This is an optimization exercise on Yosys and OpenROAD, whose aim is small area and a short achievable clock period, not a production implementation.

==> garnet: inputs <==
Design wk512_munit, start of the top module:
module wk512_munit (
    input  wire        clk,
    input  wire        rst,         
    input  wire        in_valid,
    input  wire        in_short,
    input  wire [6:0]  in_opc,
    input  wire [4:0]  in_dst,
    input  wire [4:0]  in_src,
    input  wire [31:0] in_a,
    input  wire [31:0] in_b,
    input  wire        in_chain,
    output reg         g3_wen,
    output reg  [4:0]  g3_dst,
    output reg  [31:0] g3_data,
    output reg         g1_wen,
    output reg  [4:0]  g1_dst,
    output reg  [31:0] g1_data,
    output reg  [63:0] ac0,
    output reg  [63:0] ac1
);
==> flow/config.mk <==
export PLATFORM = sky130hd
export DESIGN_NAME = wk512_munit
export DESIGN_NICKNAME = wk512_munit
export VERILOG_FILES = /design/flow/design.v
export SDC_FILE = /design/flow/constraint.sdc
export NUM_CORES = 4
export LEC_CHECK = 0
export CAP_MARGIN = 20
export CORE_MARGIN = 2
export CORE_UTILIZATION = 40
export SLEW_MARGIN = 20
==> flow/constraint.sdc <==
create_clock -name core_clock -period 11.5 [get_ports {clk}]
set_input_delay 2.3000 -clock core_clock [delete_from_list [all_inputs] [get_ports {clk}]]
set_output_delay 2.3000 -clock core_clock [all_outputs]
set_load 0.01 [all_outputs]
run.sh (not shown) runs the stock make flow with config.mk's settings and CLKGATE_MAP_FILE= SYNTH_SCRIPT=/design/flow/synth_recipe.tcl, a recipe that flattens the netlist after the stock synthesis.
==> inputs of xenon, as changes to garnet <==
--- a/flow/design.v
+++ b/flow/design.v
@@ -84,13 +84,19 @@
     wire [31:0] m_big = sh[5] ? 32'd0 : (32'hFFFF_FFFF << sh[4:0]);
     wire        big = |(xs & m_big);
     wire [4:0]  shm = sh[4:0] - 5'd1;              
     wire [30:0] m_cl = 31'h7FFF_FFFF << shm;
     wire        clamp = !v[63] && sh[5] && (sh[4:0] != 5'd0) && (&(v[62:32] | ~m_cl));
     wire        inc = rnd && grd && !clamp;
-    wire [31:0] wi  = w + {31'd0, inc};
+    wire [31:0] pa0 = {w[30:0], inc};
+    wire [31:0] pa1 = pa0 & {pa0[30:0], 1'b1};
+    wire [31:0] pa2 = pa1 & {pa1[29:0], 2'b11};
+    wire [31:0] pa3 = pa2 & {pa2[27:0], 4'hF};
+    wire [31:0] pa4 = pa3 & {pa3[23:0], 8'hFF};
+    wire [31:0] pa5 = pa4 & {pa4[15:0], 16'hFFFF};
+    wire [31:0] wi  = w ^ pa5;
     wire        w_ones = &w[30:0];
     reg  [31:0] ext_q;
     always @(*) begin
         if (v[63])
             ext_q = big ? 32'h8000_0000 : wi;
         else
@@ -1805,18 +1811,17 @@
     wire fs1031 = fc910 ^ fs911 ^ pp14_32;
     wire fc1032 = (fc910 & fs911) | (fc910 & pp14_32) | (fs911 & pp14_32);
     wire fs1033 = fc912 ^ pp16_30 ^ nc16;
     wire fc1034 = (fc912 & pp16_30) | (fc912 & nc16) | (pp16_30 & nc16);
     wire fs1035 = pps15 ^ pp16_31 ^ pp15_32;
     wire fc1036 = (pps15 & pp16_31) | (pps15 & pp15_32) | (pp16_31 & pp15_32);
-    wire [63:0] pr0 = {fc1034, fc1032, fc1030, fc1028, fc1026, fc1024, fc1022, fc1020, fc1018, fc1016, fc1014, fc1012, fc1010, fc1008, fc1006, fc1004, fc1002, fc1000, fc998, fc996, fc994, fc992, fc990, fc988, fc986, fc984, fc982, fc980, fc978, fc976, fc974, fc972, fc970, fc968, fc966, fc964, fc962, fc960, fc958, fc956, fc954, fc952, fc950, fc948, fc946, fc944, fc942, fc940, fc938, fc936, fc934, fc932, fc930, fc928, fc926, fc924, fc922, fc920, fc918, hc916, hc914, hs913, pp0_1, pp0_0};
-    wire [63:0] pr1 = {fs1035, fs1033, fs1031, fs1029, fs1027, fs1025, fs1023, fs1021, fs1019, fs1017, fs1015, fs1013, fs1011, fs1009, fs1007, fs1005, fs1003, fs1001, fs999, fs997, fs995, fs993, fs991, fs989, fs987, fs985, fs983, fs981, fs979, fs977, fs975, fs973, fs971, fs969, fs967, fs965, fs963, fs961, fs959, fs957, fs955, fs953, fs951, fs949, fs947, fs945, fs943, fs941, fs939, fs937, fs935, fs933, fs931, fs929, fs927, fs925, fs923, fs921, fs919, fs917, hs915, bn1, 1'b0, bn0};
-    wire [63:0] prod = pr0 + pr1;
+    wire [64:0] pr0 = {fc1036, fc1034, fc1032, fc1030, fc1028, fc1026, fc1024, fc1022, fc1020, fc1018, fc1016, fc1014, fc1012, fc1010, fc1008, fc1006, fc1004, fc1002, fc1000, fc998, fc996, fc994, fc992, fc990, fc988, fc986, fc984, fc982, fc980, fc978, fc976, fc974, fc972, fc970, fc968, fc966, fc964, fc962, fc960, fc958, fc956, fc954, fc952, fc950, fc948, fc946, fc944, fc942, fc940, fc938, fc936, fc934, fc932, fc930, fc928, fc926, fc924, fc922, fc920, fc918, hc916, hc914, hs913, pp0_1, pp0_0};
+    wire [64:0] pr1 = {1'b1, fs1035, fs1033, fs1031, fs1029, fs1027, fs1025, fs1023, fs1021, fs1019, fs1017, fs1015, fs1013, fs1011, fs1009, fs1007, fs1005, fs1003, fs1001, fs999, fs997, fs995, fs993, fs991, fs989, fs987, fs985, fs983, fs981, fs979, fs977, fs975, fs973, fs971, fs969, fs967, fs965, fs963, fs961, fs959, fs957, fs955, fs953, fs951, fs949, fs947, fs945, fs943, fs941, fs939, fs937, fs935, fs933, fs931, fs929, fs927, fs925, fs923, fs921, fs919, fs917, hs915, bn1, 1'b0, bn0};
     reg        s2_v, s2_acw, s2_idx, s2_chain, s2_sat, s2_hi, s2_m16;
     reg [4:0]  s2_dst;
-    reg [63:0] s2_p;
+    reg [64:0] s2_ps, s2_pc;    
     reg [63:0] s2_acc;
     always @(posedge clk) begin
         if (rst) begin
             s2_v <= 1'b0;
         end else begin
             s2_v <= s1_v;
@@ -1825,25 +1830,38 @@
         s2_idx   <= s1_idx;
         s2_chain <= s1_chain;
         s2_sat   <= s1_sat;
         s2_hi    <= s1_hi;
         s2_m16   <= s1_m16;
         s2_dst   <= s1_dst;
-        s2_p     <= prod;
+        s2_ps    <= pr0;
+        s2_pc    <= pr1;
         s2_acc   <= s1_acc;
     end
+    wire [48:0] mx  = s2_ps[64:16];
+    wire [48:0] my  = s2_pc[64:16];
+    wire        c16 = |(s2_ps[15:0] | s2_pc[15:0]);
+    wire        ex  = mx[48] | my[48] | mx[47];
+    wire        ey  = mx[48] & my[48] & mx[47];
+    wire [64:0] op_x = s2_m16 ? {{16{ex}}, mx} : s2_ps;
+    wire [64:0] op_y = s2_m16 ? {{16{ey}}, my} : s2_pc;
+    wire        cin  = s2_m16 & c16;
     reg [63:0] last_acc;
-    wire [63:0] pe   = s2_m16 ? {{31{s2_p[48]}}, s2_p[48:16]} : s2_p;
-    wire [63:0] base = s2_chain ? last_acc : s2_acc;
-    wire [63:0] sum  = base + pe;
-    wire        ovf  = (base[63] == pe[63]) && (sum[63] != base[63]);
-    wire [63:0] acc_res = (s2_sat && ovf) ? {base[63], {63{!base[63]}}} : sum;
+    reg        s3_hi;
+    wire [63:0] base  = s2_chain ? last_acc : s2_acc;
+    wire [64:0] op_b  = {base[63], base};
+    wire [64:0] csa_s = op_b ^ op_x ^ op_y;
+    wire [64:0] csa_c = (op_b & op_x) | (op_b & op_y) | (op_x & op_y);
+    wire [64:0] sum   = csa_s + {csa_c[63:0], cin};
+    wire        ovf   = sum[64] ^ sum[63];
+    wire [63:0] acc_res = (s2_sat && ovf) ? {sum[64], {63{!sum[64]}}} : sum[63:0];
     wire acc3_we = s2_v && s2_acw;
     wire acc1_we = in_valid && d_wr;
     always @(posedge clk) begin
         last_acc <= acc_res;
+        s3_hi    <= s2_hi;
         if (rst) begin
             ac0     <= 64'd0;
             ac1     <= 64'd0;
             g3_wen  <= 1'b0;
             g1_wen  <= 1'b0;
         end else begin
@@ -1856,11 +1874,11 @@
             else if (acc3_we && s2_idx)
                 ac1 <= acc_res;
             g3_wen <= s2_v && !s2_acw && (s2_dst != 5'd0);
             g1_wen <= in_valid && d_rd && (in_dst != 5'd0);
         end
         g3_dst  <= s2_dst;
-        g3_data <= s2_hi ? s2_p[63:32] : s2_p[31:0];
         g1_dst  <= in_dst;
         g1_data <= rd_val;
     end
+    always @(*) g3_data = s3_hi ? last_acc[63:32] : last_acc[31:0];
 endmodule
- SETUP_SLACK_MARGIN: unset -> 5
==> inputs of quartz, as changes to garnet <==
--- a/flow/design.v
+++ b/flow/design.v
@@ -84,13 +84,19 @@
     wire [31:0] m_big = sh[5] ? 32'd0 : (32'hFFFF_FFFF << sh[4:0]);
     wire        big = |(xs & m_big);
     wire [4:0]  shm = sh[4:0] - 5'd1;              
     wire [30:0] m_cl = 31'h7FFF_FFFF << shm;
     wire        clamp = !v[63] && sh[5] && (sh[4:0] != 5'd0) && (&(v[62:32] | ~m_cl));
     wire        inc = rnd && grd && !clamp;
-    wire [31:0] wi  = w + {31'd0, inc};
+    wire [31:0] pa0 = {w[30:0], inc};
+    wire [31:0] pa1 = pa0 & {pa0[30:0], 1'b1};
+    wire [31:0] pa2 = pa1 & {pa1[29:0], 2'b11};
+    wire [31:0] pa3 = pa2 & {pa2[27:0], 4'hF};
+    wire [31:0] pa4 = pa3 & {pa3[23:0], 8'hFF};
+    wire [31:0] pa5 = pa4 & {pa4[15:0], 16'hFFFF};
+    wire [31:0] wi  = w ^ pa5;
     wire        w_ones = &w[30:0];
     reg  [31:0] ext_q;
     always @(*) begin
         if (v[63])
             ext_q = big ? 32'h8000_0000 : wi;
         else
@@ -1805,18 +1811,17 @@
     wire fs1031 = fc910 ^ fs911 ^ pp14_32;
     wire fc1032 = (fc910 & fs911) | (fc910 & pp14_32) | (fs911 & pp14_32);
     wire fs1033 = fc912 ^ pp16_30 ^ nc16;
     wire fc1034 = (fc912 & pp16_30) | (fc912 & nc16) | (pp16_30 & nc16);
     wire fs1035 = pps15 ^ pp16_31 ^ pp15_32;
     wire fc1036 = (pps15 & pp16_31) | (pps15 & pp15_32) | (pp16_31 & pp15_32);
-    wire [63:0] pr0 = {fc1034, fc1032, fc1030, fc1028, fc1026, fc1024, fc1022, fc1020, fc1018, fc1016, fc1014, fc1012, fc1010, fc1008, fc1006, fc1004, fc1002, fc1000, fc998, fc996, fc994, fc992, fc990, fc988, fc986, fc984, fc982, fc980, fc978, fc976, fc974, fc972, fc970, fc968, fc966, fc964, fc962, fc960, fc958, fc956, fc954, fc952, fc950, fc948, fc946, fc944, fc942, fc940, fc938, fc936, fc934, fc932, fc930, fc928, fc926, fc924, fc922, fc920, fc918, hc916, hc914, hs913, pp0_1, pp0_0};
-    wire [63:0] pr1 = {fs1035, fs1033, fs1031, fs1029, fs1027, fs1025, fs1023, fs1021, fs1019, fs1017, fs1015, fs1013, fs1011, fs1009, fs1007, fs1005, fs1003, fs1001, fs999, fs997, fs995, fs993, fs991, fs989, fs987, fs985, fs983, fs981, fs979, fs977, fs975, fs973, fs971, fs969, fs967, fs965, fs963, fs961, fs959, fs957, fs955, fs953, fs951, fs949, fs947, fs945, fs943, fs941, fs939, fs937, fs935, fs933, fs931, fs929, fs927, fs925, fs923, fs921, fs919, fs917, hs915, bn1, 1'b0, bn0};
-    wire [63:0] prod = pr0 + pr1;
+    wire [64:0] pr0 = {fc1036, fc1034, fc1032, fc1030, fc1028, fc1026, fc1024, fc1022, fc1020, fc1018, fc1016, fc1014, fc1012, fc1010, fc1008, fc1006, fc1004, fc1002, fc1000, fc998, fc996, fc994, fc992, fc990, fc988, fc986, fc984, fc982, fc980, fc978, fc976, fc974, fc972, fc970, fc968, fc966, fc964, fc962, fc960, fc958, fc956, fc954, fc952, fc950, fc948, fc946, fc944, fc942, fc940, fc938, fc936, fc934, fc932, fc930, fc928, fc926, fc924, fc922, fc920, fc918, hc916, hc914, hs913, pp0_1, pp0_0};
+    wire [64:0] pr1 = {1'b1, fs1035, fs1033, fs1031, fs1029, fs1027, fs1025, fs1023, fs1021, fs1019, fs1017, fs1015, fs1013, fs1011, fs1009, fs1007, fs1005, fs1003, fs1001, fs999, fs997, fs995, fs993, fs991, fs989, fs987, fs985, fs983, fs981, fs979, fs977, fs975, fs973, fs971, fs969, fs967, fs965, fs963, fs961, fs959, fs957, fs955, fs953, fs951, fs949, fs947, fs945, fs943, fs941, fs939, fs937, fs935, fs933, fs931, fs929, fs927, fs925, fs923, fs921, fs919, fs917, hs915, bn1, 1'b0, bn0};
     reg        s2_v, s2_acw, s2_idx, s2_chain, s2_sat, s2_hi, s2_m16;
     reg [4:0]  s2_dst;
-    reg [63:0] s2_p;
+    reg [64:0] s2_ps, s2_pc;    
     reg [63:0] s2_acc;
     always @(posedge clk) begin
         if (rst) begin
             s2_v <= 1'b0;
         end else begin
             s2_v <= s1_v;
@@ -1825,25 +1830,38 @@
         s2_idx   <= s1_idx;
         s2_chain <= s1_chain;
         s2_sat   <= s1_sat;
         s2_hi    <= s1_hi;
         s2_m16   <= s1_m16;
         s2_dst   <= s1_dst;
-        s2_p     <= prod;
+        s2_ps    <= pr0;
+        s2_pc    <= pr1;
         s2_acc   <= s1_acc;
     end
+    wire [48:0] mx  = s2_ps[64:16];
+    wire [48:0] my  = s2_pc[64:16];
+    wire        c16 = |(s2_ps[15:0] | s2_pc[15:0]);
+    wire        ex  = mx[48] | my[48] | mx[47];
+    wire        ey  = mx[48] & my[48] & mx[47];
+    wire [64:0] op_x = s2_m16 ? {{16{ex}}, mx} : s2_ps;
+    wire [64:0] op_y = s2_m16 ? {{16{ey}}, my} : s2_pc;
+    wire        cin  = s2_m16 & c16;
     reg [63:0] last_acc;
-    wire [63:0] pe   = s2_m16 ? {{31{s2_p[48]}}, s2_p[48:16]} : s2_p;
-    wire [63:0] base = s2_chain ? last_acc : s2_acc;
-    wire [63:0] sum  = base + pe;
-    wire        ovf  = (base[63] == pe[63]) && (sum[63] != base[63]);
-    wire [63:0] acc_res = (s2_sat && ovf) ? {base[63], {63{!base[63]}}} : sum;
+    reg        s3_hi;
+    wire [63:0] base  = s2_chain ? last_acc : s2_acc;
+    wire [64:0] op_b  = {base[63], base};
+    wire [64:0] csa_s = op_b ^ op_x ^ op_y;
+    wire [64:0] csa_c = (op_b & op_x) | (op_b & op_y) | (op_x & op_y);
+    wire [64:0] sum   = csa_s + {csa_c[63:0], cin};
+    wire        ovf   = sum[64] ^ sum[63];
+    wire [63:0] acc_res = (s2_sat && ovf) ? {sum[64], {63{!sum[64]}}} : sum[63:0];
     wire acc3_we = s2_v && s2_acw;
     wire acc1_we = in_valid && d_wr;
     always @(posedge clk) begin
         last_acc <= acc_res;
+        s3_hi    <= s2_hi;
         if (rst) begin
             ac0     <= 64'd0;
             ac1     <= 64'd0;
             g3_wen  <= 1'b0;
             g1_wen  <= 1'b0;
         end else begin
@@ -1856,11 +1874,11 @@
             else if (acc3_we && s2_idx)
                 ac1 <= acc_res;
             g3_wen <= s2_v && !s2_acw && (s2_dst != 5'd0);
             g1_wen <= in_valid && d_rd && (in_dst != 5'd0);
         end
         g3_dst  <= s2_dst;
-        g3_data <= s2_hi ? s2_p[63:32] : s2_p[31:0];
         g1_dst  <= in_dst;
         g1_data <= rd_val;
     end
+    always @(*) g3_data = s3_hi ? last_acc[63:32] : last_acc[31:0];
 endmodule
- CORE_UTILIZATION: 40 -> 30
- PLACE_DENSITY: unset -> 0.45
- SETUP_SLACK_MARGIN: unset -> 5
==> inputs of nickel, as changes to garnet <==
- ABC_CLOCK_PERIOD_IN_PS: unset -> 6000
- SETUP_SLACK_MARGIN: unset -> 5
==> notes <==
- In quartz the die area is higher than in xenon, by 33%.
- Non-clock buffer count: xenon < quartz < garnet < nickel.
- Critical path depth: garnet is higher than quartz (15).
- In nickel the utilization is higher than in quartz, by 14 points.
- quartz completed with no timing, DRC or antenna violations. xenon produced a clean layout. garnet went through all stages and came out clean. nickel finished clean.
- Of quartz and xenon, quartz has the higher clock skew (gap 0.028 ns).
- Sequential share of layout area: nickel < garnet < quartz < xenon.
- In synthesized area, nickel and garnet do not differ.
No run of this note included a check of the RTL's function; only the layout flow was run.

==> afterwards: timing with drivers on the ports <==
The flow's constraints put no driver on any port. The routed layouts listed below were extracted and timed again, unchanged, in two steps.
Step 1 sets driving cells, clkbuf_16 on the clock port and buf_2 on the other inputs (assumed; they add their load-dependent delay and slew).
Step 2 moves the port delays by t, midway between the first and last clock arrival at a register: inputs arrive t later, outputs are due t later. That takes back most of the time a late clock gives input paths.
a / b / c = ideal ports / drivers / drivers and shift; a / b = the first two.
run	shift t [ns]	setup WS [ns]	hold WS [ns]	slew at the worst register clock pin (ns)	worst slew at a driven data input, ns
garnet	0.739	1.992 / 1.992 / 1.992	0.322 / 0.322 / 0.322	0.07 / 0.07	0.17
xenon	0.726	4.978 / 4.984 / 4.258	0.322 / 0.322 / 0.322	0.08 / 0.08	0.13
quartz	0.738	4.927 / 4.907 / 4.170	0.311 / 0.311 / 0.311	0.07 / 0.07	0.21
nickel	0.750	3.911 / 3.911 / 3.911	0.323 / 0.323 / 0.323	0.07 / 0.07	0.32
After both steps every run listed still meets setup and hold. For quartz, which loses most, drivers alone change the setup slack by -0.020 ns; drivers and shift together by -0.757 ns.
